What follows belongs to an exercise in optimizing a design on an open flow for small area, a short achievable clock period and few clock cycles; a production flow would make more cautious choices.
Function was checked by simulation only, so behaviour that the tests miss may differ from the original.
Power and IR drop assume default switching activity.

<file path="config.mk">
export PLATFORM = sky130hd
export DESIGN_NAME = fondant_enc
export DESIGN_NICKNAME = fondant_enc
export VERILOG_FILES = /design/flow/design.v
export SDC_FILE = /design/flow/constraint.sdc
export NUM_CORES = 4
export LEC_CHECK = 0
export ABC_AREA = 1
export CAP_MARGIN = 20
export CORE_MARGIN = 2
export CORE_UTILIZATION = 65
export PLACE_DENSITY = 0.8
export SLEW_MARGIN = 20
</file>
<file path="constraint.sdc">
create_clock -name core_clock -period 36.0 [get_ports {clk}]
set_input_delay 7.2000 -clock core_clock [delete_from_list [all_inputs] [get_ports {clk}]]
set_output_delay 7.2000 -clock core_clock [all_outputs]
set_load 0.01 [all_outputs]
</file>
<file path="design.v">
module fondant_enc (
    input  wire        clk,
    input  wire        rst,
    input  wire        cfg_commit,
    input  wire [2:0]  cfg_mode,
    input  wire [4:0]  cfg_k,
    input  wire [4:0]  cfg_kmin,
    input  wire [4:0]  cfg_kmax,
    input  wire [11:0] cfg_target,
    input  wire        start,
    output wire        start_ready,
    input  wire [4:0]  s_depth,
    input  wire [1:0]  s_plane,
    input  wire [3:0]  s_rows_m1,
    input  wire [5:0]  s_cols_m1,
    input  wire        pix_valid,
    output wire        pix_ready,
    input  wire [15:0] pix_data,
    output reg         word_valid,
    output reg  [31:0] word_data,
    output reg         done,
    output wire [63:0] done_hdr,
    output wire [15:0] done_code
);
    function lt21;
        input [20:0] a;
        input [20:0] b;
        integer k;
        reg r;
        begin
            r = 1'b0;
            for (k = 0; k < 21; k = k + 1)
                r = (~a[k] & b[k]) | ((~a[k] | b[k]) & r);
            lt21 = r;
        end
    endfunction
    reg               bud_r;     
    reg        [4:0]  kq;        
    reg        [4:0]  kmin_r;    
    reg        [4:0]  kmax_r;
    reg        [11:0] tgt_r;
    reg signed [19:0] bal;       
    reg        [9:0]  bfrac;     
    reg               cmt1;      
    reg        sr;               
    reg        busy;             
    assign start_ready = sr;
    assign pix_ready   = 1'b1;
    wire       st_x = start & sr;
    wire       fin1, fin2, last_r;
    wire       sr_nx = ~st_x & (sr | (last_r & ~bud_r) | fin2);
    wire       bneg  = bal[19];
    wire       b_lt4 = bneg & ~lt21({2'b00, ~bal[18:0]}, {7'd0, tgt_r, 2'b00});
    wire       b_lt1 = bneg & ~lt21({2'b00, ~bal[18:0]}, {9'd0, tgt_r});
    wire       b_gt1 = ~bneg & lt21({9'd0, tgt_r}, {2'b00, bal[18:0]});
    wire [5:0] kup2 = {1'b0, kq} + 6'd2;
    wire [5:0] kup1 = {1'b0, kq} + 6'd1;
    reg  [4:0] k_sel;
    always @* begin
        k_sel = kq;
        if (cmt1)
            k_sel = kmin_r;
        else if (bud_r) begin
            if (b_lt4)
                k_sel = lt21({16'd0, kmax_r}, {15'd0, kup2}) ? kmax_r : kup2[4:0];
            else if (b_lt1)
                k_sel = lt21({16'd0, kmax_r}, {15'd0, kup1}) ? kmax_r : kup1[4:0];
            else if (b_gt1)
                k_sel = lt21({16'd0, kmin_r}, {16'd0, kq}) ? kq - 5'd1 : kmin_r;
        end
    end
    reg [4:0]  b_r;
    reg [1:0]  plane_r;
    reg [3:0]  rows_r;
    reg [5:0]  cols_r;
    reg [5:0]  cols_o;       
    reg [4:0]  b_o;
    reg [1:0]  plane_o;
    reg [3:0]  rows_o;
    reg [15:0] mq_r;         
    reg [4:0]  bb_r;         
    wire [5:0] w = {kq, 1'b1};
    reg [15:0] in_r;
    reg        in_v, in_m;
    reg [15:0] maxv;
    integer mi;
    always @* for (mi = 0; mi < 16; mi = mi + 1) maxv[mi] = (mi < s_depth);
    function [10:0] dstep;           
        input [5:0] rem_i;
        input [4:0] xb;
        input integer n;
        input [5:0] wv;
        reg   [5:0] rem;
        reg   [4:0] q;
        reg   [6:0] s;
        integer j;
        begin
            rem = rem_i;
            q   = 5'd0;
            for (j = 4; j >= 0; j = j - 1) begin
                if (j < n) begin
                    s    = {1'b0, rem} - {2'b00, wv[5:1]} - {6'd0, ~xb[j]};
                    q[j] = lt21({16'd0, wv[5:1]}, {15'd0, rem}) |
                           ((rem == {1'b0, wv[5:1]}) & xb[j]);
                    rem  = q[j] ? {s[4:0], ~xb[j]} : {rem[4:0], xb[j]};
                end
            end
            dstep = {q, rem};
        end
    endfunction
    reg [5:0]  s1_rem, s2_rem, s3_rem;
    reg [4:0]  s1_q;
    reg [8:0]  s2_q;
    reg [12:0] s3_q;
    reg [10:0] s1_x;
    reg [6:0]  s2_x;
    reg [2:0]  s3_x;
    reg        s1_v, s1_m, s2_v, s2_m, s3_v, s3_m;
    wire [10:0] d1 = dstep(6'd0,   in_r[15:11],         5, w);
    wire [10:0] d2 = dstep(s1_rem, {1'b0, s1_x[10:7]},  4, w);
    wire [10:0] d3 = dstep(s2_rem, {1'b0, s2_x[6:3]},   4, w);
    wire [10:0] d4 = dstep(s3_rem, {2'b00, s3_x[2:0]},  3, w);
    wire [15:0] cx  = {s3_q, d4[8:6]};
    wire        adv = s3_v & ~s3_m;      
    reg [15:0] lb [0:63];
    wire [15:0] up_rd = lb[{3'b000, ~cols_r[2:0]}];
    integer li;
    always @(posedge clk) begin
        if (adv) begin
            for (li = 0; li < 63; li = li + 1) begin
                if ((li % 8) == 7 && (li / 8) == cols_r[5:3])
                    lb[li] <= cx;
                else
                    lb[li] <= lb[li + 1];
            end
            lb[63] <= cx;
        end
    end
    reg [15:0] c_r, u_r, pred_r;
    reg        p_v, p_first, p_last;
    reg [3:0]  ic;
    reg [5:0]  jc;
    wire       row0n = (ic == 4'd0);
    wire       col0n = (jc == 6'd0);
    wire lt_dl = lt21({5'd0, u_r}, {5'd0, c_r});
    wire lt_du = lt21({5'd0, u_r}, {5'd0, up_rd});
    wire lt_ld = lt21({5'd0, c_r}, {5'd0, u_r});
    wire lt_ud = lt21({5'd0, up_rd}, {5'd0, u_r});
    wire lt_lu = lt21({5'd0, c_r}, {5'd0, up_rd});
    reg [15:0] pred_n;
    always @* begin
        if (row0n)
            pred_n = c_r;
        else if (col0n)
            pred_n = up_rd;
        else if (~lt_dl & ~lt_du)
            pred_n = lt_lu ? c_r : up_rd;
        else if (~lt_ld & ~lt_ud)
            pred_n = lt_lu ? up_rd : c_r;
        else
            pred_n = c_r + up_rd - u_r;
    end
    wire [16:0] dd   = {1'b0, c_r} - {1'b0, pred_r};
    wire        sgn  = dd[16];
    wire [15:0] yy   = sgn ? ~dd[15:0] : dd[15:0];
    wire [15:0] hh   = {1'b0, mq_r[15:1]};
    wire        inr  = lt21({4'd0, yy, 1'b0}, {4'd0, hh, ~(sgn & ~mq_r[0])});
    wire [15:0] vv   = inr ? yy : (mq_r - yy);
    wire [15:0] mval = p_first ? c_r : {vv[14:0], sgn ^ ~inr};
    reg [15:0] m_r;
    reg        r_v, r_first, r_last;
    reg [20:0] acnt;         
    reg [4:0]  ncnt;         
    reg [3:0]  r_r;          
    reg [4:0]  pc;           
    reg [10:0] wcnt;         
    reg [14:0] nb;           
    reg        alleq;
    reg        initp;
    wire [15:0] msh  = m_r >> r_r;
    wire        esc  = |msh[15:4];
    wire        nrm  = ~r_first & ~esc;
    wire [4:0]  rp   = nrm ? {1'b0, r_r} : bb_r;          
    wire [4:0]  n1   = r_first ? 5'd0 : esc ? 5'd16 : {1'b0, msh[3:0]};    
    wire [5:0]  flen = {1'b0, n1} + {5'd0, nrm} + {1'b0, rp};
    wire [6:0]  total = {2'b00, pc} + {1'b0, flen};
    wire [5:0]  e1   = {1'b0, pc} + {1'b0, n1};
    reg  [15:0] mm;
    integer mj;
    always @* for (mj = 0; mj < 16; mj = mj + 1) mm[mj] = m_r[mj] & (mj < rp);
    wire [21:0] a_add = {1'b0, acnt} + {6'd0, m_r};
    reg  [20:0] a_nx;
    reg  [4:0]  n_nx;
    always @* begin
        if (initp) begin
            a_nx = ({5'd0, mq_r} + 21'd33) >> 6;
            if (a_nx < 21'd2) a_nx = 21'd2;
            n_nx = 5'd1;
        end else if (r_v && !r_first) begin
            if (ncnt == 5'd31) begin
                a_nx = a_add[21:1];
                n_nx = 5'd16;
            end else begin
                a_nx = a_add[20:0];
                n_nx = ncnt + 5'd1;
            end
        end else begin
            a_nx = acnt;
            n_nx = ncnt;
        end
    end
    reg [15:0] cond;
    reg [20:0] hiz, nzl;
    reg [3:0]  r_nx;
    integer ri;
    always @* begin
        hiz[20] = ~a_nx[20];
        for (ri = 19; ri >= 0; ri = ri - 1) hiz[ri] = hiz[ri+1] & ~a_nx[ri];
        nzl[0] = 1'b0;
        for (ri = 1; ri < 21; ri = ri + 1) nzl[ri] = nzl[ri-1] | a_nx[ri-1];
        for (ri = 0; ri < 16; ri = ri + 1)
            cond[ri] = ((ri + 5 > 20) ? 1'b1 : hiz[ri+5]) &
                       lt21({15'd0, a_nx[ri +: 5], nzl[ri]}, {15'd0, n_nx, 1'b1});
        r_nx = bb_r[3:0] - 4'd1;
        for (ri = 15; ri >= 0; ri = ri - 1)
            if (cond[ri] && ri < bb_r) r_nx = ri[3:0];
    end
    reg [4:0] bb_s;
    integer bi;
    always @* begin
        bb_s = 5'd1;
        for (bi = 1; bi < 16; bi = bi + 1)
            if (mq_r[bi]) bb_s = bi[4:0] + 5'd1;
    end
    reg [30:0] acc;          
    wire        emit = total[6] | total[5];
    wire [31:0] rot = {16'd0, mm, 16'd0, mm} >> total[4:0];
    reg  [31:0] wcur, wnxt;
    integer pi;
    always @* begin
        for (pi = 0; pi < 32; pi = pi + 1) begin
            wcur[31-pi] = ((pi < 31) ? acc[30-pi] : 1'b0)
                        | ((pi >= pc) & ((pi < e1) | rot[31-pi]));
            wnxt[31-pi] = (pi < pc) & (((pi + 32) < e1) | rot[31-pi]);
        end
    end
    reg        fin1_r, fin2_r;
    assign fin1 = fin1_r;
    assign fin2 = fin2_r;
    assign last_r = r_v & r_last;
    reg        bal_pend;
    reg [15:0] first_code;
    wire [10:0] words_fin = wcnt;
    wire [9:0]  raw_w     = nb[14:5];
    wire        coded     = ~lt21({11'd0, raw_w}, {10'd0, words_fin});
    wire [9:0]  len_fin   = alleq ? 10'd1 : coded ? words_fin[9:0] : raw_w;
    reg [9:0] len_r;
    reg [1:0] form_r;
    reg [4:0] hk_r;
    wire signed [19:0] size_fin = {8'd0, len_r, 2'b00} + 20'sd8;
    wire signed [19:0] bal_sum  = bal - size_fin;
    wire signed [19:0] bal_lim  = {2'b00, tgt_r, 6'd0};
    wire [12:0]        negt     = -{1'b0, tgt_r};
    wire               sum_hi   = ~bal_sum[19] & lt21({3'd0, bal_lim[17:0]}, {2'd0, bal_sum[18:0]});
    wire               sum_lo   = bal_sum[19] & ~lt21({2'd0, ~bal_sum[18:0]}, {3'd0, bal_lim[17:0]});
    wire signed [19:0] bal_new  = sum_hi ? bal_lim :
                                  sum_lo ? {{1{negt[12]}}, negt, 6'd0} : bal_sum;
    reg [15:0] code_o;
    assign done_hdr  = {2'b00, cols_o, 4'h0, rows_o, 16'h0000,
                        6'd0, len_r, 1'b0, plane_o, b_o, hk_r, 1'b0, form_r};
    assign done_code = code_o;
    always @(posedge clk) begin
        in_r <= busy ? pix_data : maxv;
        s1_rem <= d1[5:0];
        s1_q   <= d1[10:6];
        s1_x   <= in_r[10:0];
        s2_rem <= d2[5:0];
        s2_q   <= {s1_q, d2[9:6]};
        s2_x   <= s1_x[6:0];
        s3_rem <= d3[5:0];
        s3_q   <= {s2_q, d3[9:6]};
        s3_x   <= s2_x[2:0];
        pred_r  <= pred_n;
        p_first <= row0n & col0n;
        p_last  <= (ic == rows_r) && (jc == cols_r);
        if (adv) begin
            c_r     <= cx;
            u_r     <= up_rd;
            if (jc == cols_r) begin
                jc <= 6'd0;
                ic <= ic + 4'd1;
            end else
                jc <= jc + 6'd1;
        end
        if (s3_v & s3_m)
            mq_r <= cx;
        if (p_v && p_first)
            first_code <= c_r;
        m_r     <= mval;
        r_first <= p_first;
        r_last  <= p_last;
        acnt <= a_nx;
        ncnt <= n_nx;
        r_r  <= r_nx;
        if (initp)
            bb_r <= bb_s;
        if (r_v) begin
            {bal, bfrac} <= {bal, bfrac} + {18'd0, tgt_r};
            nb <= nb + {10'd0, b_r};
            if (!r_first && m_r != 16'd0)
                alleq <= 1'b0;
            pc <= total[4:0];
            if ((pc == 5'd0) | total[6] | (total[5] & (total[4:0] != 5'd0)))
                wcnt <= wcnt + 11'd1;
        end
        if (r_v) begin
            if (emit)
                acc <= wnxt[31:1];
            else
                acc <= wcur[31:1];
        end
        word_data <= fin1 ? {acc, 1'b0} : wcur;
        len_r  <= len_fin;
        form_r <= alleq ? 2'd2 : coded ? 2'd0 : 2'd1;
        hk_r   <= (alleq || coded) ? kq : 5'd0;
        if (fin2) begin
            bal   <= bal_new;
            bfrac <= 10'd0;
        end
        cols_o  <= cols_r;
        b_o     <= b_r;
        plane_o <= plane_r;
        rows_o  <= rows_r;
        code_o  <= first_code;
        if (!busy) begin
            b_r     <= s_depth;
            plane_r <= s_plane;
            rows_r  <= s_rows_m1;
            cols_r  <= s_cols_m1;
            ic      <= 4'd0;
            jc      <= 6'd0;
            pc      <= 5'd0;
            acc     <= 31'd0;
            wcnt    <= 11'd0;
            nb      <= 15'd31;
            alleq   <= 1'b1;
        end
        if (st_x | cmt1)
            kq <= k_sel;
        if (cmt1) begin
            bal   <= 20'sd0;
            bfrac <= 10'd0;
        end
        if (rst) begin
            sr         <= 1'b1;
            busy       <= 1'b0;
            in_v       <= 1'b0;
            in_m       <= 1'b0;
            s1_v       <= 1'b0;
            s1_m       <= 1'b0;
            s2_v       <= 1'b0;
            s2_m       <= 1'b0;
            s3_v       <= 1'b0;
            s3_m       <= 1'b0;
            p_v        <= 1'b0;
            r_v        <= 1'b0;
            fin1_r     <= 1'b0;
            fin2_r     <= 1'b0;
            initp      <= 1'b0;
            cmt1       <= 1'b0;
            word_valid <= 1'b0;
            done       <= 1'b0;
            bud_r      <= 1'b0;
            kq         <= 5'd0;
        end else begin
            in_v  <= st_x | pix_valid;
            in_m  <= st_x;
            s1_v  <= in_v;
            s1_m  <= in_m;
            s2_v  <= s1_v;
            s2_m  <= s1_m;
            s3_v  <= s2_v;
            s3_m  <= s2_m;
            p_v   <= adv;
            r_v   <= p_v;
            fin1_r <= r_v & r_last;
            fin2_r <= fin1 & bud_r;
            initp <= s3_v & s3_m;
            cmt1  <= cfg_commit;
            word_valid <= (r_v & emit) | (fin1 & (pc != 5'd0));
            done  <= fin1;
            sr   <= sr_nx;
            busy <= ~sr_nx;
            if (cfg_commit) begin
                bud_r  <= (cfg_mode == 3'd4);
                kmin_r <= (cfg_mode == 3'd2) ? cfg_k :
                          (cfg_mode == 3'd4) ? cfg_kmin : 5'd0;
                kmax_r <= cfg_kmax;
                tgt_r  <= cfg_target;
            end
        end
    end
endmodule
</file>
<file path="flow/run.sh">
#!/bin/bash
# Standard ORFS layout (the standard.sh, same synthesis script and
# registers) with these changes, all passed as ORFS variables:
#  - synthesis: no separate full/half-adder mapping, and ABC maps for area
#    with amap (flow/abc_area.script, used through a copy of ORFS's scripts
#    folder in which only that file differs)
#  - ports buffered with buf_2 instead of the default delay buffer
#  - clock tree: larger sink clusters, no dummy loads
#  - timing repair asked to leave 27.6 ns of setup slack (the SDC is unchanged)
set -e
rm -rf scripts_amap
cp -r "$FLOW_HOME/scripts" scripts_amap
cp flow/abc_area.script scripts_amap/abc_area.script
export SCRIPTS_DIR="$PWD/scripts_amap"
export ADDER_MAP_FILE=
export BUFFER_PORTS_ARGS="-buffer_cell sky130_fd_sc_hd__buf_2"
export CTS_ARGS="-sink_clustering_enable -repair_clock_nets -dont_use_dummy_load -sink_clustering_size 24 -sink_clustering_max_diameter 80"
export SETUP_SLACK_MARGIN=27.6
bash standard.sh > standard.log 2>&1
</file>
<file path="flow/abc_area.script">
strash
dch
amap
topo
stime -c
buffer -c
upsize -c
dnsize -c
</file>
<file path="standard.sh">
#!/bin/bash
# synth_recipe.tcl (not shown) runs the flow's synth.tcl, then flattens the netlist and writes it again
# the make line also repeats each setting of config.mk as NAME=value (left out here)
make -C /OpenROAD-flow-scripts/flow DESIGN_CONFIG=/design/flow/config.mk WORK_HOME=/design/flow/orfs CLKGATE_MAP_FILE= SYNTH_SCRIPT=/design/flow/synth_recipe.tcl "${@:-finish}"
</file>
==> flow_summary.yaml, run 1 <==
die:
  die_area_mm2: 0.0962
  die_x_um: 310
  io_pins: 184
  std_cell_rows: 112
  initial_core_util_pct: 65.5
  core_mm2: 0.0930
  die_y_um: 310
drt:
  wl_um: 140000
  drc_errors: 0
  routedWlPerCell_um: 20.8
  drtAntennaViolNets: 0
  drtIter0Drc: 4846
  vias: 41916
  via_per_inst: 6.24
  first_pass_iters: 9
synth:
  ys_types: 90
  async_flop_share_pct: 0
  synth-main-ff-cell: "edfxtp_1"
  yosysSeqAreaShare_pct: 66.7
  synth_largest_area_cell: "edfxtp_1"
  synth_top_area_share_pct: 55.0
  synth-seq-cells: 1473
  synthTopCellsByArea: "edfxtp_1 (55%), dfxtp_1 (12%), nor2_1 (4.4%), o21ai_0 (3.6%), a21oi_1 (3.3%)"
  synthCells: 5367
  ys.warnings.count: 2
  synth-edff-count: 1116
  syn_area_mm2: 0.0609
  synth_area_per_cell_um2: 11.4
layout:
  num_antenna_cells: 0
  final_common_cell: "edfxtp_1"
  nNetsFinal: 5532
  syn_to_final_growth_pct: 6.55
  finalNonFillerCells: 6716
  drive_gt1_share_pct: 8.71
  final_cell_mix: "edfxtp_1 (1,116), nor2_1 (717), o21ai_0 (443), nand2_1 (425), inv_1 (403)"
cts:
  clockBufferDepth: 3
  clk_pin_slew_ns: 0.09
  cts_tree: "done"
  numCtsBuffers: 75
  htree_levels: 3
  clkLatencyLatePin_ns: 0.66
  holdBufCountCts: 0
  clock_sinks: 1473
  root_buffer: "clkbuf_16"
outcome:
  status: "no timing/DRC/antenna violations"
critical_path:
  arrival_ns: 1.16
  reg2reg_slack_ns: 28.37
  cp.depth: 1
  cp_max_fo: 1
  critPathMaxStageDelay_ns: 0.36
  worst_setup_path_start_kind: "flop"
  critPathBufInv: 1
  cp-startpoint: "cols_o[0]$_DFF_P_"
  reg2reg_depth: 40
  path_delay_family: "flip-flops"
  path_cells: "buf_6"
  r2r-start: "cols_r[0]$_DFFE_PN_"
  worstSetupEndpointType: "output port"
  r2r-end: "pred_r[4]$_DFF_P_"
  slowest_stage: "dfxtp_2"
  path_class: "flop to output port"
  crit_required_ns: 28.80
timing:
  fin_setup_tns_ns: 0
  whs_ns: 0.327
  max_freq_ghz: 0.120
  timing.final.crit_share_pct: 23.2
  hold_viol: 0
  final.min_clock_period_ns: 8.36
  fin_ws_ns: 27.64
  worst_pin_slew_ns: 1.07
  slew_viol_final: 0
  max_slew_margin_pct: 28.5
  setup_viol: 0
  finalClockSkew_ns: 0.0893
  rsz0062_at_grt: "yes"
min_path:
  hold_depth: 0
  holdCritStartpoint: "s1_x[5]$_DFF_P_"
  hold_end: "s2_x[5]$_DFF_P_"
  hp-class: "flop to flop"
global_route:
  grt_overflow: 0
  antenna_found_initial: 2
  grt_start_max_net_pins: 219
  grt_pass1_vias: 38199
  grt_usage_pct: 28.1
  grt_first_pass_wirelength_um: 210000
power_and_ir_drop:
  swShare_pct: 27.3
  total_power_mw: 3.36
  peakVddDrop_v: 0.0000426
  power_frac_seq_pct: 57.3
  p_comb_share_pct: 16.6
  switching_power_mw: 0.917
  p_clk_share_pct: 26.0
  p_leak_nw: 22.9
  intPower_mw: 2.44
  pwr_density_cell_mw_per_mm2: 51.7
place:
  hpwl_um: 91500
  place_inst: 6638
  finalWeightedCongestion: 0.945
  dp_slack_ns: 27.16
  portBuffers: 152
job:
  drv_cap: 0
[worst max path at each step]
stage                                      to  slack (ns)
after floorplan            ic[3]$_SDFFE_PN0P_       18.02
after CTS                         start_ready       27.59
after detailed placement   tgt_r[1]$_DFFE_PP_       27.16
final                            done_hdr[56]       27.64
after global placement    kmax_r[2]$_DFFE_PP_       27.21
after global routing             done_hdr[58]       27.59
[what timing repair did]
item	4_1_cts	5_1_grt
endpoints found under the hold margin	0	0
setup endpoints to repair	4	17
resized for setup	4	20
setup buffers	0	1
[cell usage after synthesis, types with 27 or more instances]
library cell  instances
a22oi_1              63
a221oi_1             85
a222oi_1             28
clkbuf_1            170
nor2b_1              51
nor3_1               96
buf_4                32
o21a_1               67
nand2_1             425
a21oi_1             399
edfxtp_1           1116
o22a_1               86
a31oi_1              53
o21ai_1              48
o32ai_1              27
inv_1               406
inv_2                39
o221ai_1             52
dfxtp_1             357
nand3_1              32
nor2_1              721
a211oi_1             47
o21ai_0             444
o22ai_1             209
[kinds of logic (layout without fill, tap and decap cells)]
group | Yosys count | in the layout | synth area share [%]
AOI/OAI and AO/OA | 1760 | 1760 | 18.7
other | 2 | 32 | 0.0123
DFF | 1473 | 1473 | 66.7
and+or+nand+nor | 1433 | 1433 | 9.94
buffers and inverters | 693 | 758 | 4.55
xor gates and xnor gates | 6 | 6 | 0.0862
[power groups by stage]
stage	Combinational (mW)	Sequential [mW]	Clock, mW
4_1_cts	0.550	1.92	0.883
3_3_place_gp	0.529	1.96	0
6_report	0.558	1.92	0.873
3_5_place_dp	0.546	1.96	0
5_1_grt	0.625	1.93	0.939
2_1_floorplan	0.434	1.95	0
[worst register-to-register path: cells and delay by family, from the launching register on]
family / cells / cell delay [ns]
AOI/OAI and AO/OA: 31 / 4.66
buffers and inverters: 6 / 1.95
DFF: 1 / 0.62
and+or+nand+nor: 3 / 0.28
[routing by layer]
layer | up-vias | wire (µm) | global-route usage [%] | share of wire [%]
met5 | - | 13 | 0 | 0.0093
met4 | 2 | 5340 | 11.1 | 3.8
met3 | 320 | 10100 | 3.95 | 7.2
met2 | 1850 | 66400 | 45.8 | 48
met1 | 19824 | 57800 | 38.5 | 41
li1 | 19920 | - | - | -
[through the flow]
stage | util, % | cell area, µm²
after detailed placement | 67.6 | 62900
after floorplan | - | 61100
final | 69.8 | 64900
after global placement | 67.6 | 62900
after global routing | 69.8 | 64900
after CTS | 69.6 | 64800
[layout make-up]
type / count / area, µm²
clock buffers: 75 / 1880
well taps: 1254 / 1570
multi-input cells: 3231 / 17700
flip-flops and latches: 1473 / 40700
inverters: 468 / 1770
fillers: 6515 / 28100
repair buffers: 215 / 1360
[registers in the layout, indices dropped and copies added (netlist names), 12 cells and up]
name	flops
bal	20
lb	1024
tgt_r	12
m_r	16
code_o	16
acnt	21
first_code	16
acc	31
pred_r	16
u_r	16
word_data	32
nb	15
in_r	16
mq_r	16
s3_q	13
Testbench counts, summed over its fixed seeds: cycles 330,304.
==> run 2: changes to the inputs <==
==> flow/abc_area.script (replaced) <==
strash
dch
amap
topo
==> flow_summary.yaml, run 2 <==
critical_path:
  path_delay_family: "flip-flops"
  cp_max_fo: 1
  worstSetupEndpointType: "output port"
  path_cells: "buf_6"
  critPathMaxStageDelay_ns: 0.38
  crit_required_ns: 28.80
  reg2reg_depth: 39
  cp.depth: 1
  critPathBufInv: 1
  arrival_ns: 1.16
  path_class: "flop to output port"
  slowest_stage: "dfxtp_2"
  worst_setup_path_start_kind: "flop"
synth:
  synth-seq-cells: 1473
  ys.warnings.count: 2
  synthCells: 5174
  synth-edff-count: 1116
  synth_top_area_share_pct: 56.1
  yosysSeqAreaShare_pct: 68.1
  synth_most_common_cell: "edfxtp_1"
  ys_types: 55
  async_flop_share_pct: 0
  yosys-top-cells-count: "edfxtp_1 (1,116), nor2_1 (739), o21ai_0 (507), clkinv_1 (468), nand2_1 (438)"
  synth_largest_area_cell: "edfxtp_1"
  syn_area_mm2: 0.0597
  synth_area_per_cell_um2: 11.5
  synthTopCellsByArea: "edfxtp_1 (56%), dfxtp_1 (12%), nor2_1 (4.6%), o21ai_0 (4.2%), a21oi_1 (3.4%)"
  synth-main-ff-cell: "edfxtp_1"
die:
  die_area_mm2: 0.0943
  initial_core_util_pct: 65.3
  std_cell_rows: 111
  die_x_um: 307
  core_mm2: 0.0914
  io_pins: 184
  die_y_um: 307
cts:
  clk_pin_slew_ns: 0.09
  cts_tree: "done"
  clkLatencyLatePin_ns: 0.68
  clockBufferDepth: 3
  htree_levels: 3
  holdBufCountCts: 0
  numCtsBuffers: 74
  clock_sinks: 1473
  root_buffer: "clkbuf_16"
global_route:
  grt_overflow: 0
  grt_start_max_net_pins: 211
  grt_usage_pct: 27.9
  grt_first_pass_wirelength_um: 207000
  grt_pass1_vias: 38308
  antenna_found_initial: 4
layout:
  nFillCells: 6417
  seqCellArea_mm2: 0.0407
  final_common_cell: "edfxtp_1"
  num_antenna_cells: 0
  final_cell_mix: "edfxtp_1 (1,116), nor2_1 (732), o21ai_0 (483), clkinv_1 (451), nand2_1 (437)"
  largest_reg_flops: 1024
  final_cell_area_mm2: 0.0648
  top_register: "lb"
  reg.largest.list: "lb (1024), word_data (32), acc (31)"
  multiInputGateArea_mm2: 0.0174
  syn_to_final_growth_pct: 8.59
  drive_gt1_share_pct: 7.51
  nNetsFinal: 5567
job:
  drv_cap: 0
drt:
  drtAntennaViolNets: 0
  drc_errors: 0
  via_per_inst: 6.25
  drtIter0Drc: 4309
  routedWlPerCell_um: 20.1
  vias: 41763
  wl_um: 134000
  first_pass_iters: 6
place:
  dp_slack_ns: 26.76
  portBuffers: 152
  finalWeightedCongestion: 0.947
  hpwl_um: 88400
  placed_area_mm2: 0.0624
min_path:
  hp-class: "flop to flop"
  hold_depth: 0
timing:
  fin_setup_tns_ns: 0
  timing.final.crit_share_pct: 23.2
  slew_viol_final: 0
  setup_viol: 0
  finalClockSkew_ns: 0.0655
  max_slew_margin_pct: 26.6
  hold_viol: 0
  fin_ws_ns: 27.64
  final.min_clock_period_ns: 8.36
  worst_pin_slew_ns: 1.09
  rsz0062_at_grt: "yes"
  max_freq_ghz: 0.120
power_and_ir_drop:
  p_leak_nw: 21.5
  peakVddDrop_v: 0.0000410
  total_power_mw: 3.33
  pwr_density_cell_mw_per_mm2: 51.4
outcome:
  status: "no timing/DRC/antenna violations"
==> run 2: cell types whose count changed after synthesis, moves of 12 or more <==
cell	before	now
or2_0	0	12
o21ai_1	48	0
o221a_2	20	0
nand2_2	12	0
o21ai_2	13	0
clkinv_1	22	468
clkbuf_1	170	0
nand2_1	425	438
o221a_1	1	21
o21ai_0	444	507
inv_2	39	0
nor2_1	721	739
inv_1	406	0
buf_2	17	0
==> run 2: area by class of cell <==
class	instances	share of cell area [%]
clock buffer	74	2.86
inverter	468	2.76
multi-input combinational	3231	26.9
sequential	1473	62.8
tap	1186	2.29
timing repair buffer	249	2.47
timing repair inverter	2	0.0154
==> run 2: kinds of logic after synthesis <==
kind of cell,Yosys count,share of synthesized area (%)
AOI/OAI and AO/OA,1760,18.6
xor gates and xnor gates,6,0.0880
buffers and inverters,500,3.34
DFF,1473,68.1
other,2,0.0126
and+or+nand+nor,1433,9.84
==> run 2: worst paths after layout <==
kind	startpoint	endpoint	slack [ns]
min reg2reg	s2_x[2]$_DFF_P_	s3_x[2]$_DFF_P_	0.32
min	s2_x[2]$_DFF_P_	s3_x[2]$_DFF_P_	0.32
max	code_o[7]$_DFF_P_	done_code[7]	27.64
max reg2reg	cols_r[1]$_DFFE_PN_	pred_r[4]$_DFF_P_	28.29
==> run 2: through the flow <==
stage / cells / hold slack, ns / utilization [%]
after detailed placement: 6576 / 0.312 / 68.3
after global routing: 6683 / 0.329 / 70.9
after floorplan: 5204 / 0.310 / -
after global placement: 6576 / 0.311 / 68.3
final: 6683 / 0.319 / 70.9
after CTS: 6651 / 0.324 / 70.4
==> run 2: power breakdown <==
part / internal [mW] / total (mW) / switching [mW]
sequential: 1.88 / 1.92 / 0.0465
combinational: 0.186 / 0.552 / 0.366
clock: 0.368 / 0.859 / 0.491
==> run 2: timing repair <==
| item | 4_1_cts | 5_1_grt |
|---|---|---|
| buffers inserted | 1 | 28 |
| pin swaps | 0 | 9 |
| setup endpoints to repair | 30 | 127 |
| cloned | 0 | 2 |
| gates resized for setup | 36 | 72 |
==> run 2: layer usage <==
| layer | up-vias | track usage (%) | wire [µm] |
|---|---|---|---|
| met5 | - | 0 | 0 |
| met1 | 19822 | 39.0 | 57000 |
| met3 | 273 | 3.62 | 8840 |
| met2 | 1588 | 45.5 | 63600 |
| met4 | 0 | 9.62 | 4740 |
| li1 | 20080 | - | - |
==> run 3: changes to the inputs <==
--- a/config.mk
+++ b/config.mk
@@ -8,6 +8,6 @@
 export ABC_AREA = 1
 export CAP_MARGIN = 20
 export CORE_MARGIN = 2
-export CORE_UTILIZATION = 65
-export PLACE_DENSITY = 0.8
+export CORE_UTILIZATION = 60
+export PLACE_DENSITY = 0.75
 export SLEW_MARGIN = 20
==> flow_summary.yaml, run 3 <==
critical_path:
  crit_required_ns: 28.80
  critPathMaxStageDelay_ns: 0.36
  path_class: "flop to output port"
  worstSetupEndpointType: "output port"
  cp_max_fo: 3
  path_cells: "buf_2"
  path_delay_family: "flip-flops"
  slowest_stage: "dfxtp_2"
  worst_setup_path_start_kind: "flop"
  arrival_ns: 1.16
  critPathBufInv: 1
global_route:
  grt_overflow: 0
  antenna_found_initial: 3
  grt_start_max_net_pins: 202
  grt_first_pass_wirelength_um: 206000
  grt_usage_pct: 25.4
  grt_pass1_vias: 37806
timing:
  max_slew_margin_pct: 27.6
  finalClockSkew_ns: 0.0736
  hold_viol: 0
  worst_pin_slew_ns: 1.08
  setup_viol: 0
  slew_viol_final: 0
  max_freq_ghz: 0.120
  timing.final.crit_share_pct: 23.2
  final.min_clock_period_ns: 8.36
  fin_setup_tns_ns: 0
  rsz0062_at_grt: "yes"
synth:
  synth_most_common_cell: "edfxtp_1"
  yosys-top-cells-count: "edfxtp_1 (1,116), nor2_1 (739), o21ai_0 (507), clkinv_1 (468), nand2_1 (438)"
  synth_top_family_by_area: "compound AO/OA/AOI/OAI gates"
  synth_fa_ha_area_share_pct: 0
  synthTopCellsByArea: "edfxtp_1 (56%), dfxtp_1 (12%), nor2_1 (4.6%), o21ai_0 (4.2%), a21oi_1 (3.4%)"
  ys.warnings.count: 2
  synth-main-ff-cell: "edfxtp_1"
  synthCells: 5174
  syn_area_mm2: 0.0597
  synth_top_area_share_pct: 56.1
  synth_largest_area_cell: "edfxtp_1"
  synth-seq-cells: 1473
  async_flop_share_pct: 0
  synth-edff-count: 1116
  synthMuxAreaShare_pct: 0
  synth-compound-area-share_pct: 18.6
  synth-xor-area-share_pct: 0.0880
  yosysSeqAreaShare_pct: 68.1
  synth_area_per_cell_um2: 11.5
  synth-simple-area-share_pct: 9.84
  ys_types: 55
min_path:
  hp-class: "flop to flop"
drt:
  via_per_inst: 6.09
  drc_errors: 0
  first_pass_iters: 9
  wl_um: 132000
  drtAntennaViolNets: 0
  vias: 41308
  drtIter0Drc: 4158
  routedWlPerCell_um: 19.4
job:
  drv_cap: 0
power_and_ir_drop:
  total_power_mw: 3.34
  p_leak_nw: 21.5
  intPower_mw: 2.44
  pwr_density_cell_mw_per_mm2: 51.3
  p_clk_share_pct: 26.0
  p_comb_share_pct: 16.4
  switching_power_mw: 0.899
  swShare_pct: 26.9
  power_frac_seq_pct: 57.6
  peakVddDrop_v: 0.0000452
layout:
  reg.largest.list: "lb (1024), word_data (32), acc (31)"
  drive_gt1_share_pct: 7.53
  syn_to_final_growth_pct: 8.86
  nNetsFinal: 5566
  final_cell_mix: "edfxtp_1 (1,116), nor2_1 (727), o21ai_0 (484), clkinv_1 (449), nand2_1 (436)"
  nFillCells: 7298
  final_common_cell: "edfxtp_1"
  largest_reg_flops: 1024
  multiInputGateArea_mm2: 0.0174
  top_register: "lb"
  num_antenna_cells: 0
  seqCellArea_mm2: 0.0407
place:
  hpwl_um: 88100
  finalWeightedCongestion: 0.961
  portBuffers: 152
die:
  io_pins: 184
  die_area_mm2: 0.102
  initial_core_util_pct: 60.6
  std_cell_rows: 115
  core_mm2: 0.0986
  die_x_um: 319
  die_y_um: 319
cts:
  cts_tree: "done"
  htree_levels: 3
  clock_sinks: 1473
  numCtsBuffers: 76
  clkLatencyLatePin_ns: 0.69
  root_buffer: "clkbuf_16"
  clk_pin_slew_ns: 0.09
  clockBufferDepth: 3
outcome:
  status: "no timing/DRC/antenna violations"
-- run 3: cell counts after synthesis --
Identical to the previous run, type by type.
-- run 3: power groups by stage --
stage,clock (mW),sequential (mW),combinational [mW]
CTS,0.892,1.92,0.530
finish,0.867,1.92,0.548
global placement,0,1.96,0.512
detailed placement,0,1.96,0.522
floorplan,0,1.95,0.391
global route,0.944,1.93,0.620
-- run 3: path summary, 6_finish.rpt --
check                           slack (ns)                      from            endpoint  cells after the start
worst max-delay path                 27.64             sr$_SDFF_PP1_         start_ready                      1
worst min-delay path                  0.30  first_code[15]$_DFFE_PP_  code_o[15]$_DFF_P_                      0
worst max register to register       28.36         mq_r[4]$_DFFE_PP_   r_r[0]$_SDFF_PP0_                     54
worst min register to register        0.30  first_code[15]$_DFFE_PP_  code_o[15]$_DFF_P_                      0
-- run 3: cells by family (layout without fill, tap and decap cells) --
group           Yosys count  after routing
xor+xnor                  6              6
buf+inv                 500            792
flops                  1473           1473
simple gates           1433           1433
compound gates         1760           1760
other cells               2             32
-- run 3: timing repair --
action,in CTS,in global routing
pin swaps,1,10
gates resized for setup,32,80
endpoints found under the setup margin,43,133
endpoints found under the hold margin,0,0
hold buffers,0,0
gates cloned,0,0
setup buffers,3,29
-- run 3: layout make-up --
type	instances	share of cell area, %
clock buffers	76	2.93
inverters	468	2.77
multi-input cells	3231	26.8
flip-flops and latches	1473	62.6
well taps	1287	2.48
repair buffers	248	2.39
-- run 3: per-layer routing --
layer  GRT usage [%]  vias up  routed length, µm
met3            3.25      236               8030
met2            40.7     1435              61100
met4            7.78        0               4180
li1                -    20095                  -
met1            36.5    19542              58300
met5               0        -                  0
-- run 3: stage by stage --
step | util [%] | instances | area [µm²] | setup slack, ns | hold slack (ns)
after global routing | 65.9 | 6783 | 65000 | 27.38 | 0.303
final | 65.9 | 6783 | 65000 | 27.64 | 0.304
after detailed placement | 63.4 | 6675 | 62500 | 25.95 | 0.312
after CTS | 65.5 | 6754 | 64500 | 27.60 | 0.297
after global placement | 63.4 | 6675 | 62500 | 26.21 | 0.311
after floorplan | - | 5204 | 59800 | 16.52 | 0.310
==> run 4: changes to the inputs <==
==> flow/abc_area.script (replaced) <==
strash
dch
amap
topo
stime -c
buffer -c
upsize -c
dnsize -c
==> flow_summary.yaml, run 4 <==
outcome:
  status: "no timing/DRC/antenna violations"
timing:
  finalClockSkew_ns: 0.0887
  fin_setup_tns_ns: 0
  max_slew_margin_pct: 24.3
  worst_pin_slew_ns: 1.14
  timing.final.crit_share_pct: 23.2
  setup_viol: 0
  fin_ws_ns: 27.64
  slew_viol_final: 0
  final.min_clock_period_ns: 8.36
  rsz0062_at_grt: "yes"
  max_freq_ghz: 0.120
  hold_viol: 0
critical_path:
  path_delay_family: "flip-flops"
  worst_setup_path_start_kind: "flop"
  cp_max_fo: 2
  critPathMaxStageDelay_ns: 0.35
  critPathBufInv: 1
  path_cells: "buf_2"
  worstSetupEndpointType: "output port"
  crit_required_ns: 28.80
  path_class: "flop to output port"
  arrival_ns: 1.16
  slowest_stage: "dfxtp_4"
synth:
  synth-seq-cells: 1473
  synth-main-ff-cell: "edfxtp_1"
  yosys-top-cells-count: "edfxtp_1 (1,116), nor2_1 (721), o21ai_0 (444), nand2_1 (425), inv_1 (406)"
  synthCells: 5367
  synth_most_common_cell: "edfxtp_1"
  ys_types: 90
  syn_area_mm2: 0.0609
  synth-edff-count: 1116
  synthTopCellsByArea: "edfxtp_1 (55%), dfxtp_1 (12%), nor2_1 (4.4%), o21ai_0 (3.6%), a21oi_1 (3.3%)"
  synth_top_area_share_pct: 55.0
  async_flop_share_pct: 0
  ys.warnings.count: 2
  synth_largest_area_cell: "edfxtp_1"
  synth_area_per_cell_um2: 11.4
  yosysSeqAreaShare_pct: 66.7
global_route:
  grt_usage_pct: 24.7
  grt_overflow: 0
  grt_pass1_vias: 37256
  antenna_found_initial: 4
  grt_start_max_net_pins: 220
  grt_first_pass_wirelength_um: 203000
drt:
  via_per_inst: 6.05
  vias: 41300
  first_pass_iters: 9
  wl_um: 131000
  drc_errors: 0
  routedWlPerCell_um: 19.2
  drtIter0Drc: 4491
  drtAntennaViolNets: 0
power_and_ir_drop:
  power_frac_seq_pct: 57.5
  peakVddDrop_v: 0.0000461
  switching_power_mw: 0.904
  pwr_density_cell_mw_per_mm2: 51.4
  intPower_mw: 2.44
  p_clk_share_pct: 25.8
  p_leak_nw: 22.9
  p_comb_share_pct: 16.7
  swShare_pct: 27.0
layout:
  final_common_cell: "edfxtp_1"
  nNetsFinal: 5536
  largest_reg_flops: 1024
  drive_gt1_share_pct: 8.71
  final_cell_mix: "edfxtp_1 (1,116), nor2_1 (717), o21ai_0 (443), nand2_1 (425), inv_1 (403)"
  final_cell_area_mm2: 0.0650
  syn_to_final_growth_pct: 6.73
  reg.largest.list: "lb (1024), word_data (32), acc (31)"
  top_register: "lb"
place:
  dp_slack_ns: 27.16
  placed_area_mm2: 0.0630
  finalWeightedCongestion: 0.950
  portBuffers: 152
  hpwl_um: 88500
die:
  initial_core_util_pct: 60.7
  std_cell_rows: 116
  die_area_mm2: 0.104
  io_pins: 184
  die_x_um: 323
  core_mm2: 0.100
  die_y_um: 323
cts:
  clock_sinks: 1473
  root_buffer: "clkbuf_16"
  clk_pin_slew_ns: 0.09
  cts_tree: "done"
  htree_levels: 3
  clkLatencyLatePin_ns: 0.67
  numCtsBuffers: 75
  clockBufferDepth: 3
job:
  drv_cap: 0
min_path:
  hp-class: "flop to flop"
==> run 4: cell count changes in the layout (fill, tap and decap cells not counted), sizes merged <==
cell and change:
clkinvlp -6, inv +437, diode +1, clkinv -431
buf -30
==> run 4: power by group through the flow <==
stage | logic (mW) | clock network, mW | registers [mW]
finish | 0.558 | 0.861 | 1.92
global route | 0.625 | 0.935 | 1.93
CTS | 0.551 | 0.884 | 1.92
detailed placement | 0.548 | 0 | 1.96
global placement | 0.530 | 0 | 1.96
floorplan | 0.434 | 0 | 1.95
==> run 4: layout make-up <==
type,instances,area [µm²]
timing repair buffer,219,1340
fill,7659,35400
antenna,1,2.50
sequential,1473,40700
inverter,468,1770
clock buffer,75,1880
tap,1357,1700
multi-input combinational,3231,17700
==> run 4: layer usage <==
metal | vias up | GRT usage [%] | part of all wire (%)
li1 | 19911 | - | -
met1 | 19686 | 35.7 | 45
met2 | 1470 | 39.6 | 46
met3 | 229 | 3.23 | 6.1
met4 | 4 | 7.09 | 2.8
met5 | - | 0 | 0.017
==> run 4: final timing paths <==
check	start	end	slack, ns	depth (start not counted)
setup / recovery	len_r[1]$_SDFF_PP0_	done_hdr[17]	27.64	1
hold / removal	first_code[10]$_DFFE_PP_	code_o[10]$_DFF_P_	0.33	0
setup reg to reg	cols_r[0]$_DFFE_PN_	pred_r[5]$_DFF_P_	28.53	40
hold reg to reg	first_code[10]$_DFFE_PP_	code_o[10]$_DFF_P_	0.33	0
==> run 4: logic make-up (layout without fill, tap and decap cells) <==
family / after synthesis / count (layout) / synth area share, %
AOI/OAI and AO/OA: 1760 / 1760 / 18.7
DFF: 1473 / 1473 / 66.7
and+or+nand+nor: 1433 / 1433 / 9.94
buffers and inverters: 693 / 762 / 4.55
xor gates and xnor gates: 6 / 6 / 0.0862
other: 2 / 33 / 0.0123
==> run 4: metrics by stage <==
stage / total power [mW] / util [%] / hold slack, ns / cells
detailed placement: 2.51 / 62.8 / 0.312 / 6739
global placement: 2.49 / 62.8 / 0.310 / 6739
CTS: 3.36 / 64.7 / 0.329 / 6816
global route: 3.49 / 64.8 / 0.333 / 6824
finish: 3.34 / 64.8 / 0.327 / 6824
floorplan: 2.38 / - / 0.310 / 5397
==> run 4: timing repair <==
action | CTS | global route
resized for setup | 8 | 6
setup buffers | 2 | 4
endpoints found under the setup margin | 6 | 26
pin swaps | 0 | 1
hold buffers | 0 | 0
==> run 5: changes to the inputs <==
--- a/design.v
+++ b/design.v
@@ -47,8 +47,8 @@
     assign start_ready = sr;
     assign pix_ready   = 1'b1;
     wire       st_x = start & sr;
-    wire       fin1, fin2, last_r;
-    wire       sr_nx = ~st_x & (sr | (last_r & ~bud_r) | fin2);
+    wire       fin1, last_r;
+    wire       sr_nx = ~st_x & (sr | (last_r & ~bud_r) | (fin1 & bud_r));
     wire       bneg  = bal[19];
     wire       b_lt4 = bneg & ~lt21({2'b00, ~bal[18:0]}, {7'd0, tgt_r, 2'b00});
     wire       b_lt1 = bneg & ~lt21({2'b00, ~bal[18:0]}, {9'd0, tgt_r});
@@ -244,9 +244,8 @@
             wnxt[31-pi] = (pi < pc) & (((pi + 32) < e1) | rot[31-pi]);
         end
     end
-    reg        fin1_r, fin2_r;
+    reg        fin1_r;
     assign fin1 = fin1_r;
-    assign fin2 = fin2_r;
     assign last_r = r_v & r_last;
     reg        bal_pend;
     reg [15:0] first_code;
@@ -257,7 +256,7 @@
     reg [9:0] len_r;
     reg [1:0] form_r;
     reg [4:0] hk_r;
-    wire signed [19:0] size_fin = {8'd0, len_r, 2'b00} + 20'sd8;
+    wire signed [19:0] size_fin = {8'd0, len_fin, 2'b00} + 20'sd8;
     wire signed [19:0] bal_sum  = bal - size_fin;
     wire signed [19:0] bal_lim  = {2'b00, tgt_r, 6'd0};
     wire [12:0]        negt     = -{1'b0, tgt_r};
@@ -323,7 +322,7 @@
         len_r  <= len_fin;
         form_r <= alleq ? 2'd2 : coded ? 2'd0 : 2'd1;
         hk_r   <= (alleq || coded) ? kq : 5'd0;
-        if (fin2) begin
+        if (fin1 & bud_r) begin
             bal   <= bal_new;
             bfrac <= 10'd0;
         end
@@ -365,7 +364,6 @@
             p_v        <= 1'b0;
             r_v        <= 1'b0;
             fin1_r     <= 1'b0;
-            fin2_r     <= 1'b0;
             initp      <= 1'b0;
             cmt1       <= 1'b0;
             word_valid <= 1'b0;
@@ -384,7 +382,6 @@
             p_v   <= adv;
             r_v   <= p_v;
             fin1_r <= r_v & r_last;
-            fin2_r <= fin1 & bud_r;
             initp <= s3_v & s3_m;
             cmt1  <= cfg_commit;
             word_valid <= (r_v & emit) | (fin1 & (pc != 5'd0));
==> flow_summary.yaml, run 5 <==
outcome:
  status: "no timing/DRC/antenna violations"
critical_path:
  path_delay_family: "flip-flops"
  worst_setup_path_start_kind: "flop"
  worstSetupEndpointType: "output port"
  critPathBufInv: 1
  crit_required_ns: 28.80
  arrival_ns: 1.17
  reg2reg_slack_ns: 28.46
  r2r-start: "lb[63][1]$_DFFE_PP_"
  path_class: "flop to output port"
  reg2reg_depth: 59
  cp_max_fo: 3
  slowest_stage: "dfxtp_2"
  r2r-end: "m_r[15]$_DFF_P_"
  path_cells: "buf_6"
  critPathMaxStageDelay_ns: 0.39
die:
  die_y_um: 323
  initial_core_util_pct: 60.8
  std_cell_rows: 116
  die_area_mm2: 0.104
  io_pins: 184
  core_mm2: 0.100
  die_x_um: 323
layout:
  final_common_cell: "edfxtp_1"
  nNetsFinal: 5603
  finalNonFillerCells: 6891
  drive_gt1_share_pct: 8.62
  largest_reg_flops: 1024
  final_cell_mix: "edfxtp_1 (1,116), nor2_1 (795), nand2_1 (428), o21ai_0 (419), inv_1 (415)"
  syn_to_final_growth_pct: 7.05
  top_register: "lb"
  reg.largest.list: "lb (1024), word_data (32), acc (31)"
global_route:
  grt_usage_pct: 25.5
  grt_pass1_vias: 38084
  grt_first_pass_wirelength_um: 209000
  antenna_found_initial: 6
  grt_overflow: 0
  grt_start_max_net_pins: 232
power_and_ir_drop:
  peakVddDrop_v: 0.0000438
  p_leak_nw: 23.1
  pwr_density_cell_mw_per_mm2: 51.0
synth:
  ys_types: 93
  ys.warnings.count: 2
  synthTopCellsByArea: "edfxtp_1 (55%), dfxtp_1 (12%), nor2_1 (4.9%), o21ai_0 (3.5%), a21oi_1 (3.1%)"
  synth_top_area_share_pct: 54.9
  synth-edff-count: 1116
  synth_most_common_cell: "edfxtp_1"
  synth-seq-cells: 1472
  synth-main-ff-cell: "edfxtp_1"
  syn_area_mm2: 0.0610
  synthCells: 5416
  synth_area_per_cell_um2: 11.3
  yosysSeqAreaShare_pct: 66.6
  async_flop_share_pct: 0
  yosys-top-cells-count: "edfxtp_1 (1,116), nor2_1 (800), nand2_1 (429), o21ai_0 (421), inv_1 (418)"
  synth_largest_area_cell: "edfxtp_1"
drt:
  wl_um: 136000
  drtIter0Drc: 4392
  drtAntennaViolNets: 0
  drc_errors: 0
  first_pass_iters: 8
  routedWlPerCell_um: 19.7
  via_per_inst: 6.03
  vias: 41534
timing:
  timing.final.crit_share_pct: 23.2
  worst_pin_slew_ns: 1.10
  slew_viol_final: 0
  max_slew_margin_pct: 26.4
  rsz0062_at_grt: "no"
  setup_viol: 0
  finalClockSkew_ns: 0.0906
  final.min_clock_period_ns: 8.37
  max_freq_ghz: 0.120
  fin_setup_tns_ns: 0
  hold_viol: 0
place:
  finalWeightedCongestion: 0.951
  portBuffers: 152
  hpwl_um: 92700
  place_inst: 6794
cts:
  clkLatencyLatePin_ns: 0.67
  clockBufferDepth: 3
  numCtsBuffers: 75
  clk_pin_slew_ns: 0.09
  holdBufCountCts: 0
  cts_tree: "done"
  htree_levels: 3
  root_buffer: "clkbuf_16"
  clock_sinks: 1472
min_path:
  holdCritStartpoint: "s2_x[2]$_DFF_P_"
  hold_depth: 0
  hold_end: "s3_x[2]$_DFF_P_"
  hp-class: "flop to flop"
job:
  drv_cap: 0
run 5: where the power goes:
group / switching (mW) / total (mW) / internal [mW]
clock: 0.487 / 0.859 / 0.373
combinational: 0.363 / 0.550 / 0.187
sequential: 0.0449 / 1.92 / 1.88
total: 0.895 / 3.33 / 2.44
run 5: worst max path at each step:
stage	start	endpoint	slack, ns	cells after the start
2_1_floorplan	s3_v$_SDFF_PP0_	ic[3]$_SDFFE_PN0P_	18.02	9
3_5_place_dp	start	kq[0]$_SDFFE_PP0P_	27.57	8
6_report	sr$_SDFF_PP1_	start_ready	27.63	1
5_1_grt	wcnt[1]$_SDFFE_PN0P_	bal[11]$_SDFFE_PP0P_	27.57	57
3_3_place_gp	rst	tgt_r[0]$_DFFE_PP_	27.64	2
4_1_cts	word_valid$_SDFF_PP0_	word_valid	27.60	1
run 5: layout make-up:
cell class | count | area, µm²
clock buffer | 75 | 1880
tap | 1357 | 1700
timing repair buffer | 233 | 1450
sequential | 1472 | 40700
inverter | 481 | 1850
fill | 7594 | 35100
antenna | 1 | 2.50
multi-input combinational | 3272 | 17800
run 5: kinds of logic (layout without fill, tap and decap cells):
kind of cell	count (synthesis)	count (layout)	share of synthesized area [%]
xor+xnor	10	10	0.144
simple gates	1528	1529	10.5
other cells	2	33	0.0123
compound gates	1701	1701	18.1
flops	1472	1472	66.6
buf+inv	703	789	4.64
run 5: what timing repair did:
action / in CTS / in global routing
buffers inserted: 0 / 19
resized for setup: 9 / 36
pin swaps: 0 / 3
cloned: 0 / 1
setup endpoints to repair: 6 / 72
run 5: metal layers:
metal	vias to the layer above	part of all wire [%]	global-route usage (%)	routed length, µm
met5	-	0	0	0
met4	0	3.1	8.09	4230
met3	250	5.9	2.95	8040
met2	1381	46	40.6	62100
met1	19841	45	37.1	61200
li1	20062	-	-	-
run 5: stage by stage:
step                power [mW]  worst slack [ns]  utilization [%]  area, µm²  hold WS, ns
global placement          2.48             27.64             62.8      63100        0.311
floorplan                 2.37             18.02                -      61200        0.310
CTS                       3.34             27.60             64.8      65000        0.331
finish                    3.33             27.63             65.1      65300        0.330
detailed placement        2.49             27.57             62.9      63100        0.312
global route              3.48             27.57             65.0      65300        0.338
Testbench counts of run 5, summed over its fixed seeds: cycles 330,152.
==> run 6: changes to the inputs <==
--- a/design.v
+++ b/design.v
@@ -142,21 +142,21 @@
     reg [5:0]  jc;
     wire       row0n = (ic == 4'd0);
     wire       col0n = (jc == 6'd0);
-    wire lt_dl = lt21({5'd0, u_r}, {5'd0, c_r});
-    wire lt_du = lt21({5'd0, u_r}, {5'd0, up_rd});
-    wire lt_ld = lt21({5'd0, c_r}, {5'd0, u_r});
-    wire lt_ud = lt21({5'd0, up_rd}, {5'd0, u_r});
-    wire lt_lu = lt21({5'd0, c_r}, {5'd0, up_rd});
+    wire        lt_lu = lt21({5'd0, c_r}, {5'd0, up_rd});
+    wire [15:0] mn_lu = lt_lu ? c_r : up_rd;
+    wire [15:0] mx_lu = lt_lu ? up_rd : c_r;
+    wire        ge_mx = ~lt21({5'd0, u_r}, {5'd0, mx_lu});
+    wire        le_mn = ~lt21({5'd0, mn_lu}, {5'd0, u_r});
     reg [15:0] pred_n;
     always @* begin
         if (row0n)
             pred_n = c_r;
         else if (col0n)
             pred_n = up_rd;
-        else if (~lt_dl & ~lt_du)
-            pred_n = lt_lu ? c_r : up_rd;
-        else if (~lt_ld & ~lt_ud)
-            pred_n = lt_lu ? up_rd : c_r;
+        else if (ge_mx)
+            pred_n = mn_lu;
+        else if (le_mn)
+            pred_n = mx_lu;
         else
             pred_n = c_r + up_rd - u_r;
     end
==> flow_summary.yaml, run 6 <==
timing:
  whs_ns: 0.318
  fin_setup_tns_ns: 0
  rsz0062_at_grt: "yes"
  finalClockSkew_ns: 0.0696
  max_freq_ghz: 0.117
  slew_viol_final: 0
  worst_pin_slew_ns: 1.07
  hold_viol: 0
  final.min_clock_period_ns: 8.56
  setup_viol: 0
  timing.final.crit_share_pct: 23.8
  max_slew_margin_pct: 28.8
layout:
  final_cell_mix: "edfxtp_1 (1,116), nor2_1 (673), o21ai_0 (469), nand2_1 (464), inv_1 (391)"
  nNetsFinal: 5588
  drive_gt1_share_pct: 10.6
  syn_to_final_growth_pct: 9.19
  nFillCells: 7328
  final_common_cell: "edfxtp_1"
  top_register: "lb"
  largest_reg_flops: 1008
  reg.largest.list: "lb (1008), word_data (32), acc (31)"
  finalNonFillerCells: 6817
power_and_ir_drop:
  p_leak_nw: 23.2
  power_frac_seq_pct: 56.3
  intPower_mw: 2.48
  p_comb_share_pct: 18.1
  peakVddDrop_v: 0.0000442
  swShare_pct: 27.3
  switching_power_mw: 0.929
  pwr_density_cell_mw_per_mm2: 51.7
  total_power_mw: 3.41
  p_clk_share_pct: 25.6
place:
  finalWeightedCongestion: 0.933
  portBuffers: 152
  hpwl_um: 90600
  place_inst: 6649
cts:
  htree_levels: 3
  root_buffer: "clkbuf_16"
  clk_pin_slew_ns: 0.09
  clockBufferDepth: 3
  clock_sinks: 1472
  cts_tree: "done"
  numCtsBuffers: 77
  holdBufCountCts: 0
  clkLatencyLatePin_ns: 0.69
synth:
  synth_area_per_cell_um2: 11.3
  ys.warnings.count: 2
  async_flop_share_pct: 0
  yosys-top-cells-count: "edfxtp_1 (1,116), nor2_1 (691), o21ai_0 (480), nand2_1 (468), inv_1 (403)"
  synth-seq-cells: 1472
  syn_area_mm2: 0.0604
  synth_largest_area_cell: "edfxtp_1"
  synth-main-ff-cell: "edfxtp_1"
  synthTopCellsByArea: "edfxtp_1 (55%), dfxtp_1 (12%), nor2_1 (4.3%), o21ai_0 (4.0%), a21oi_1 (3.2%)"
  synth_most_common_cell: "edfxtp_1"
  synth-edff-count: 1116
  yosysSeqAreaShare_pct: 67.2
  synth_top_area_share_pct: 55.5
  synthCells: 5325
  ys_types: 69
global_route:
  antenna_found_initial: 2
  grt_overflow: 0
  grt_first_pass_wirelength_um: 210000
  grt_pass1_vias: 38215
  grt_usage_pct: 25.8
  grt_start_max_net_pins: 180
critical_path:
  slowest_stage: "edfxtp_1"
  path_class: "flop to flop"
  r2r-end: "pred_r[7]$_DFF_P_"
  cp_max_fo: 9
  crit_top_cell: "a21oi_1"
  crit_required_ns: 36.52
  r2r-start: "cols_r[1]$_DFFE_PN_"
  worst_setup_path_start_kind: "flop"
  reg2reg_depth: 69
  arrival_ns: 9.08
  reg2reg_slack_ns: 27.44
  worstSetupEndpointType: "flop"
  critPathMaxStageDelay_ns: 0.44
drt:
  vias: 41685
  drtIter0Drc: 4749
  met3_length_um: 8740
  wl_met2_um: 62200
  drtAntennaViolNets: 0
  via_per_inst: 6.11
  routedWlPerCell_um: 19.9
  routedLengthMet1_um: 60100
  topRoutingLayerUsed: "met4"
  first_pass_iters: 9
  wl_um: 136000
  drc_errors: 0
min_path:
  hold_end: "code_o[8]$_DFF_P_"
  hp-class: "flop to flop"
  holdCritStartpoint: "first_code[8]$_DFFE_PP_"
  hold_depth: 0
die:
  io_pins: 184
  core_mm2: 0.100
  std_cell_rows: 116
  die_y_um: 321
  die_x_um: 321
  initial_core_util_pct: 60.4
  die_area_mm2: 0.103
outcome:
  status: "no timing/DRC/antenna violations"
job:
  drv_cap: 0
[run 6: area by class of cell]
| cell class | count | area (µm²) | share of cell area, % |
|---|---|---|---|
| antenna | 1 | 2.50 | 0.00379 |
| inverter | 447 | 1740 | 2.64 |
| multi-input combinational | 3217 | 17900 | 27.1 |
| sequential | 1472 | 40700 | 61.7 |
| timing repair buffer | 304 | 2120 | 3.21 |
| tap | 1298 | 1620 | 2.46 |
| clock buffer | 77 | 1930 | 2.92 |
| timing repair inverter | 1 | 3.75 | 0.00569 |
[run 6: routing by layer]
metal | up-vias | global-route usage, %
li1 | 20059 | -
met1 | 19839 | 37.4
met2 | 1514 | 40.6
met3 | 273 | 3.49
met4 | 0 | 8.35
met5 | - | 0
[run 6: worst max-delay path by stage]
stage / startpoint / to / cells after the start
global route: cols_r[1]$_DFFE_PN_ / pred_r[5]$_DFF_P_ / 67
finish: cols_r[1]$_DFFE_PN_ / pred_r[7]$_DFF_P_ / 69
detailed placement: cols_r[0]$_DFFE_PN_ / pred_r[7]$_DFF_P_ / 62
global placement: cols_r[0]$_DFFE_PN_ / pred_r[7]$_DFF_P_ / 62
floorplan: s3_v$_SDFF_PP0_ / ic[3]$_SDFFE_PN0P_ / 9
CTS: cols_r[2]$_DFFE_PN_ / pred_r[7]$_DFF_P_ / 71
[run 6: what timing repair did]
action / 4_1_cts / 5_1_grt
endpoints found under the setup margin: 60 / 84
gates resized for setup: 80 / 128
buffers inserted: 38 / 47
cloned: 4 / 1
pin swaps: 23 / 36
[run 6: power by group through the flow]
| stage | registers, mW | clock network, mW | logic (mW) |
|---|---|---|---|
| 2_1_floorplan | 1.95 | 0 | 0.421 |
| 3_3_place_gp | 1.96 | 0 | 0.527 |
| 3_5_place_dp | 1.96 | 0 | 0.542 |
| 4_1_cts | 1.92 | 0.899 | 0.574 |
| 5_1_grt | 1.93 | 0.952 | 0.686 |
| 6_report | 1.92 | 0.873 | 0.617 |
[run 6: logic make-up (layout without fill, tap and decap cells)]
kind of cell    Yosys count  after routing  synth area share [%]
buf+inv                 667            829                  4.38
simple gates           1379           1379                  9.35
flops                  1472           1472                  67.2
xor+xnor                  5              5                0.0725
compound gates         1800           1801                  18.9
other cells               2             33                0.0124
[run 6: per-stage QoR]
step	cell area, µm²	worst slack (ns)	utilization, %
floorplan	60600	18.02	-
global placement	62500	25.63	62.5
detailed placement	62500	25.56	62.5
global route	66000	26.67	66.0
CTS	65100	27.59	65.1
finish	66000	27.44	66.0
[run 6: worst max-delay path: cells and delay by family, from the launching register on]
family	cells	cell delay, ns
AOI/OAI and AO/OA	53	6.32
buffers and inverters	6	0.76
DFF	1	0.44
and+or+nand+nor	10	0.87
Testbench counts of run 6, summed over its fixed seeds: cycles 330,152.

==> separate check: timing with driven ports <==
No port has a modelled driver above. Below, the same layouts with a new extraction and two added sets of constraints. Step 1 sets driving cells, clkbuf_16 on the clock port and buf_2 on the other inputs (assumed; they add their load-dependent delay and slew). Step 2 moves the port delays by t, midway between the first and last clock arrival at a register: inputs arrive t later, outputs are due t later. That takes back most of the time a late clock gives input paths. a / b / c = ideal / step 1 / step 2; a / b = the first two.
| run | t (ns) | slack for setup (ns) | worst hold slack (ns) | worst setup path at the end | slew at the worst register clock pin (ns) |
|---|---|---|---|---|---|
| run 1 | 0.698 | 27.644 / 27.578 / 27.394 | 0.327 / 0.327 / 0.327 | input to register | 0.10 / 0.10 |
| run 2 | 0.719 | 27.640 / 27.564 / 27.207 | 0.319 / 0.319 / 0.319 | input to register | 0.10 / 0.10 |
| run 3 | 0.722 | 27.642 / 27.573 / 27.296 | 0.304 / 0.304 / 0.304 | input to register | 0.09 / 0.09 |
| run 4 | 0.710 | 27.643 / 27.572 / 27.522 | 0.327 / 0.327 / 0.327 | input to register | 0.10 / 0.10 |
| run 5 | 0.701 | 27.632 / 27.563 / 27.550 | 0.330 / 0.330 / 0.330 | input to register | 0.10 / 0.10 |
| run 6 | 0.722 | 27.437 / 27.437 / 27.437 | 0.318 / 0.318 / 0.318 | register to register | 0.10 / 0.10 |
After both steps every run listed still meets setup and hold. For run 2, which loses most, drivers alone change the setup slack by -0.076 ns; drivers and shift together by -0.433 ns.
